Background: an optimization exercise with open tools, aiming at small area and a short achievable clock period. Do not read the settings as production practice.
At most, simulation tests tie the RTL to the original design; equivalence was not proved.
Power and IR drop assume default switching activity.

Setup of before:
// red_ew_alu
module red_ew_alu (
    input  wire        clk,
    input  wire        rst,        
    input  wire        in_valid,
    input  wire [7:0]  op,
    input  wire [23:0] p0,
    input  wire [23:0] p1,
    input  wire [23:0] p2,
    input  wire [23:0] a,
    input  wire        a_ok,
    input  wire [23:0] b,
    input  wire        b_ok,
    input  wire [23:0] c,
    input  wire        c_ok,
    output reg         out_valid,
    output reg  [23:0] y,
    output reg         y_ok,
    output reg         nsat
);
    wire [3:0] opc = op[3:0];
    wire is_add   = opc == 4'h0;
    wire is_sub   = opc == 4'h1;
    wire is_scale = opc == 4'h2;
    wire is_mul   = opc == 4'h3;
    wire is_abs   = opc == 4'h4;
    wire is_clamp = opc == 4'h5;
    wire is_min   = opc == 4'h6;
    wire is_max   = opc == 4'h7;
    wire is_sel   = opc == 4'h8;
    wire is_cmp   = opc == 4'h9;
    wire is_and   = opc == 4'hA;
    wire is_or    = opc == 4'hB;
    wire is_not   = opc == 4'hC;
    wire c_nz = |c;
    wire [23:0] x_0 = a;
    reg  [23:0] m_0, yy_0;
    reg  [4:0]  sh_0;
    reg         ok_0;
    always @(*) begin
        ok_0 = a_ok & b_ok;
        if (is_scale | is_abs | is_clamp | is_not)
            ok_0 = a_ok;
        if (is_sel)
            ok_0 = c_ok & (c_nz ? a_ok : b_ok);
        m_0 = (is_scale | is_clamp) ? p0 : is_mul ? b : {{23{is_abs & a[23]}}, 1'b1};
        yy_0 = (is_scale | is_clamp) ? p1 : b;
        sh_0 = is_scale ? p2[4:0] : is_mul ? p0[4:0] : 5'd0;
    end
    wire en_0   = (is_add | is_sub | is_scale | is_mul | is_abs) & ok_0;   
    wire inv_0  = is_sub & ok_0;             
    wire selx_0 = is_sel & c_nz;             
    wire yz_0   = is_mul | is_abs;           
    wire [3:0] opc_0 = opc;                  
    wire [2:0] rel_0 = p0[2:0];              
    reg  [23:0] x_1;
    reg  [23:0] m_1;
    reg  [23:0] yy_1;
    reg  [4:0] sh_1;
    reg  ok_1;
    reg  en_1;
    reg  inv_1;
    reg  yz_1;
    reg  selx_1;
    reg  [3:0] opc_1;
    reg  [2:0] rel_1;
    always @(posedge clk) begin
        x_1 <= x_0;
        m_1 <= m_0;
        yy_1 <= yy_0;
        sh_1 <= sh_0;
        ok_1 <= ok_0;
        en_1 <= en_0;
        inv_1 <= inv_0;
        yz_1 <= yz_0;
        selx_1 <= selx_0;
        opc_1 <= opc_0;
        rel_1 <= rel_0;
    end
    wire cl_1 = opc_1 == 4'h5;                                     
  ...
Size in the first run: ~340 flip-flops, roughly 190 I/O pins.
export LEC_CHECK = 0
export ABC_AREA = 1
export CAP_MARGIN = 20
export CORE_MARGIN = 2
export CORE_UTILIZATION = 40
export CTS_CLUSTER_DIAMETER = 80
export CTS_CLUSTER_SIZE = 20
export SLEW_MARGIN = 20
create_clock -name core_clock -period 13.0 [get_ports {clk}]
standard.sh (not shown) runs the stock make flow with config.mk's settings and CLKGATE_MAP_FILE= SYNTH_SCRIPT=/design/flow/synth_recipe.tcl, a recipe that flattens the netlist after the stock synthesis.
==> flow/flow/run.sh <==
#!/bin/bash
set -euo pipefail
DU=$(make -s -C "$FLOW_HOME" DESIGN_CONFIG="$PWD/config.mk" print-DONT_USE_CELLS 2>make_print.log | sed -n 's/^DONT_USE_CELLS: //p')
case "$DU" in
  *sky130_fd_sc_hd__probe_p_8*) ;;
  *) echo "could not read the platform's DONT_USE_CELLS" >&2; exit 1 ;;
esac
DU="$DU sky130_fd_sc_hd__clkdlybuf4s15_1 sky130_fd_sc_hd__clkdlybuf4s15_2 sky130_fd_sc_hd__clkdlybuf4s18_1 sky130_fd_sc_hd__clkdlybuf4s18_2 sky130_fd_sc_hd__clkdlybuf4s25_1 sky130_fd_sc_hd__clkdlybuf4s25_2 sky130_fd_sc_hd__clkdlybuf4s50_1 sky130_fd_sc_hd__clkdlybuf4s50_2"
echo "DONT_USE_CELLS=$DU" > dont_use.txt
bash standard.sh SETUP_SLACK_MARGIN=9.25 "DONT_USE_CELLS=$DU" finish > standard.log 2>&1
What after does differently from before at the input level:
--- a/flow/design.v
+++ b/flow/design.v
@@ -40,20 +40,20 @@
         ok_0 = a_ok & b_ok;
         if (is_scale | is_abs | is_clamp | is_not)
             ok_0 = a_ok;
         if (is_sel)
             ok_0 = c_ok & (c_nz ? a_ok : b_ok);
         m_0 = (is_scale | is_clamp) ? p0 : is_mul ? b : {{23{is_abs & a[23]}}, 1'b1};
         yy_0 = (is_scale | is_clamp) ? p1 : b;
         sh_0 = is_scale ? p2[4:0] : is_mul ? p0[4:0] : 5'd0;
     end
-    wire en_0   = (is_add | is_sub | is_scale | is_mul | is_abs) & ok_0;   
-    wire inv_0  = is_sub & ok_0;             
+    wire en_0   = is_add | is_sub | is_scale | is_mul | is_abs;   
+    wire inv_0  = is_sub;                    
     wire selx_0 = is_sel & c_nz;             
     wire yz_0   = is_mul | is_abs;           
     wire [3:0] opc_0 = opc;                  
     wire [2:0] rel_0 = p0[2:0];              
     reg  [23:0] x_1;
     reg  [23:0] m_1;
     reg  [23:0] yy_1;
     reg  [4:0] sh_1;
     reg  ok_1;
@@ -101,21 +101,19 @@
     wire signed [23:0] ms_1 = m_1;
     wire signed [23:0] ys_1 = yy_1;
     wire lt_lo = xs_1 < ms_1;     
     wire lt_ab = xs_1 < ys_1;     
     wire eq_ab = x_1 == yy_1;
     wire [1:0] cc = lt_ab ? ct_1[5:4] : eq_ab ? ct_1[3:2] : ct_1[1:0];
     wire bt = ct_1[{|x_1, |yy_1}];
     reg  [23:0] yp_1;
     always @(*) begin
-        if (!ok_1)
-            yp_1 = 24'd0;
-        else if (cl_1)
+        if (cl_1)
             yp_1 = lt_lo ? m_1 : (!lt_ab && !eq_ab) ? yy_1 : x_1;
         else if (cv_1)
             yp_1 = cc[1] ? (cc[0] ? yy_1 : x_1) : {23'd0, cc[0]};
         else if (bl_1)
             yp_1 = {23'd0, bt};
         else if (selx_1)
             yp_1 = x_1;
         else
             yp_1 = (yy_1 & {24{~yz_1}}) ^ {24{inv_1}};
@@ -955,14 +953,14 @@
             vpipe <= 3'd0;
         else
             vpipe <= {vpipe[1:0], in_valid};
     end
     always @(posedge clk) begin
         if (rst)
             out_valid <= 1'b0;
         else
             out_valid <= vpipe[2];
-        y    <= res;
+        y    <= ok_4 ? res : 24'd0;
         y_ok <= ok_4;
-        nsat <= ~fits;
+        nsat <= ok_4 & ~fits;
     end
 endmodule
[summary]
- after vs. before: cell count increased 116, wire length moved up, critical path depth shows an increase of 1.
- From before to after the numbers moved as follows: total global routing track utilization down 0.22 points; total I/O pin count flat; smallest hold slack flat.
- Design area essentially unchanged between before and after.
- Against before, after reports a worst setup slack that is higher.
- after ends up with a fraction of area in clock buffers and inverters that is 0.38 points lower than in before.
- In after, the layout overhead on the synthesized area came out 1.2 points below the value in before.
- Proportion of total power due to net switching up 0.56 points in after wrt before

========
Setup of rev 12:
red_ew_alu, a different RTL version from the one above (not shown whole).
Size in the first run: about 4200 cells after synthesis, ~300 flip-flops, ~0.030 mm² of cells after synthesis.
Design red_ew_alu, start of the top module:
module red_ew_alu (
    input  wire        clk,
    input  wire        rst,        
    input  wire        in_valid,
    input  wire [7:0]  op,
    input  wire [23:0] p0,
    input  wire [23:0] p1,
    input  wire [23:0] p2,
    input  wire [23:0] a,
    input  wire        a_ok,
    input  wire [23:0] b,
    input  wire        b_ok,
    input  wire [23:0] c,
    input  wire        c_ok,
    output reg         out_valid,
    output reg  [23:0] y,
    output reg         y_ok,
    output reg         nsat
);
    wire [3:0] opc = op[3:0];
    wire is_add   = opc == 4'h0;
    wire is_sub   = opc == 4'h1;
    wire is_scale = opc == 4'h2;
    wire is_mul   = opc == 4'h3;
    wire is_abs   = opc == 4'h4;
    wire is_clamp = opc == 4'h5;
    wire is_min   = opc == 4'h6;
    wire is_max   = opc == 4'h7;
    wire is_sel   = opc == 4'h8;
    wire is_cmp   = opc == 4'h9;
    wire is_and   = opc == 4'hA;
    wire is_or    = opc == 4'hB;
    wire is_not   = opc == 4'hC;
  ...
export LEC_CHECK = 0
export ABC_AREA = 1
export CAP_MARGIN = 20
export CORE_MARGIN = 2
export CORE_UTILIZATION = 40
export SLEW_MARGIN = 20
create_clock -name core_clock -period 13.0 [get_ports {clk}]
==> flow/flow/run.sh <==
#!/bin/bash
set -euo pipefail
bash standard.sh SETUP_SLACK_MARGIN=9 finish > standard.log 2>&1
Input changes introduced in rev 13 (baseline for comparison: rev 12):
--- a/flow/design.v
+++ b/flow/design.v
@@ -92,14 +92,17 @@
         selx_1 <= selx_0;
         cl_1 <= cl_0;
         cv_1 <= cv_0;
         bl_1 <= bl_0;
         ct_1 <= ct_0;
     end
-    wire lt_lo = $signed(x_1) < $signed(m_1);     
-    wire lt_ab = $signed(x_1) < $signed(yy_1);    
+    wire signed [23:0] xs_1 = x_1;
+    wire signed [23:0] ms_1 = m_1;
+    wire signed [23:0] ys_1 = yy_1;
+    wire lt_lo = xs_1 < ms_1;     
+    wire lt_ab = xs_1 < ys_1;     
     wire eq_ab = x_1 == yy_1;
     wire [1:0] cc = lt_ab ? ct_1[5:4] : eq_ab ? ct_1[3:2] : ct_1[1:0];
     wire bt = ct_1[{|x_1, |yy_1}];
     reg  [23:0] yp_1;
     always @(*) begin
         if (cl_1)
@@ -758,13 +761,14 @@
     end
     wire [47:0] sum_2 = csa_s_2 + csa_c_2;
     wire [47:0] sum_3 = sum_2;
     wire [23:0] yp_3 = yp_2;
     wire [4:0] sh_3 = sh_2;
     wire ok_3 = ok_2;
-    wire [48:0] ext = $signed({sum_3, 1'b0}) >>> sh_3;
+    wire signed [48:0] sum_ext = {sum_3, 1'b0};
+    wire signed [48:0] ext = sum_ext >>> sh_3;
     wire [23:0] lo_3  = ext[24:1];
     wire [23:0] hi    = ext[48:25];
     wire hz_3   = hi == 24'h000000;
     wire hm1_3  = hi == 24'hFFFFFF;
     wire h1_3   = hi == 24'h000001;
     wire hm2_3  = hi == 24'hFFFFFE;
@@ -795,13 +799,13 @@
         hneg_4 <= hneg_3;
         gd_4 <= gd_3;
         st_4 <= st_3;
         yp_4 <= yp_3;
         ok_4 <= ok_3;
     end
-    wire signed [25:0] t = $signed({2'b00, lo_4}) + $signed({{2{yp_4[23]}}, yp_4}) + $signed({25'd0, gd_4});
+    wire [25:0] t = {2'b00, lo_4} + {{2{yp_4[23]}}, yp_4} + {25'd0, gd_4};
     wire tm1  = t[25];                 
     wire tp1  = ~t[25] & t[24];        
     wire t0   = ~t[25] & ~t[24];
     wire qz   = (t0 & hz_4)  | (tp1 & hm1_4) | (tm1 & h1_4);    
     wire qm1  = (t0 & hm1_4) | (tp1 & hm2_4) | (tm1 & hz_4);    
     wire fits = t[23] ? qm1 : qz;
Results
Via count: rev 13 vs rev 12 down 275. Between rev 13 and rev 12, total power after layout is higher for rev 12, rev 13 comes in under that. [compare] base=rev 12 new=rev 13: number of antenna violations at the first check in global routing decreased by 8 relative to the old numbers, combined global-route utilization of all metal layers decreased by 1.1 points relative to the old numbers. Row post-route worst setup slack: rev 13 higher / rev 12 lower. Rev 13: share of the cycle needed by the critical path after routing 0.24 points below rev 12. For multi-input combinational cell count, rev 12 and rev 13 come out practically identical. The proportion of power drawn by combinational gates number comes out higher for rev 12 vs rev 13. From rev 12 to rev 13 the numbers moved as follows: non-filler instance count after layout has remained practically unchanged; met2 wirelength from detailed routing has remained practically unchanged.
The RTL of rev 12 was laid out without a check of its function.

## static timing again, ports no longer ideal
The flow's constraints put no driver on any port. The routed layouts listed below were extracted and timed again, unchanged, in two steps.
Step 1 sets driving cells, clkbuf_16 on the clock port and buf_2 on the other inputs (assumed; they add their load-dependent delay and slew).
Step 2 also shifts input and output timing later by t, the mid clock arrival at the registers, as if the neighbouring blocks saw the same clock.
Three values: no drivers, after step 1, after step 2; two values: the first two.
| run | shift t [ns] | setup slack, ns | hold slack, ns | worst setup path at the end | worst data-port slew with drivers (ns) |
|---|---|---|---|---|---|
| before | 0.657 | 9.253 / 9.253 / 8.663 | 0.326 / 0.326 / 0.326 | input to register | 0.05 |
| after | 0.633 | 9.260 / 9.260 / 8.824 | 0.329 / 0.329 / 0.329 | input to register | 0.05 |
| rev 12 | 0.601 | 8.966 / 8.966 / 8.501 | 0.309 / 0.309 / 0.309 | input to register | 0.06 |
| rev 13 | 0.615 | 8.997 / 9.034 / 8.420 | 0.324 / 0.324 / 0.324 | input to register | 0.06 |
After both steps every run listed still meets setup and hold. For before, which loses most, drivers alone change the setup slack by 0.000 ns; drivers and shift together by -0.590 ns.
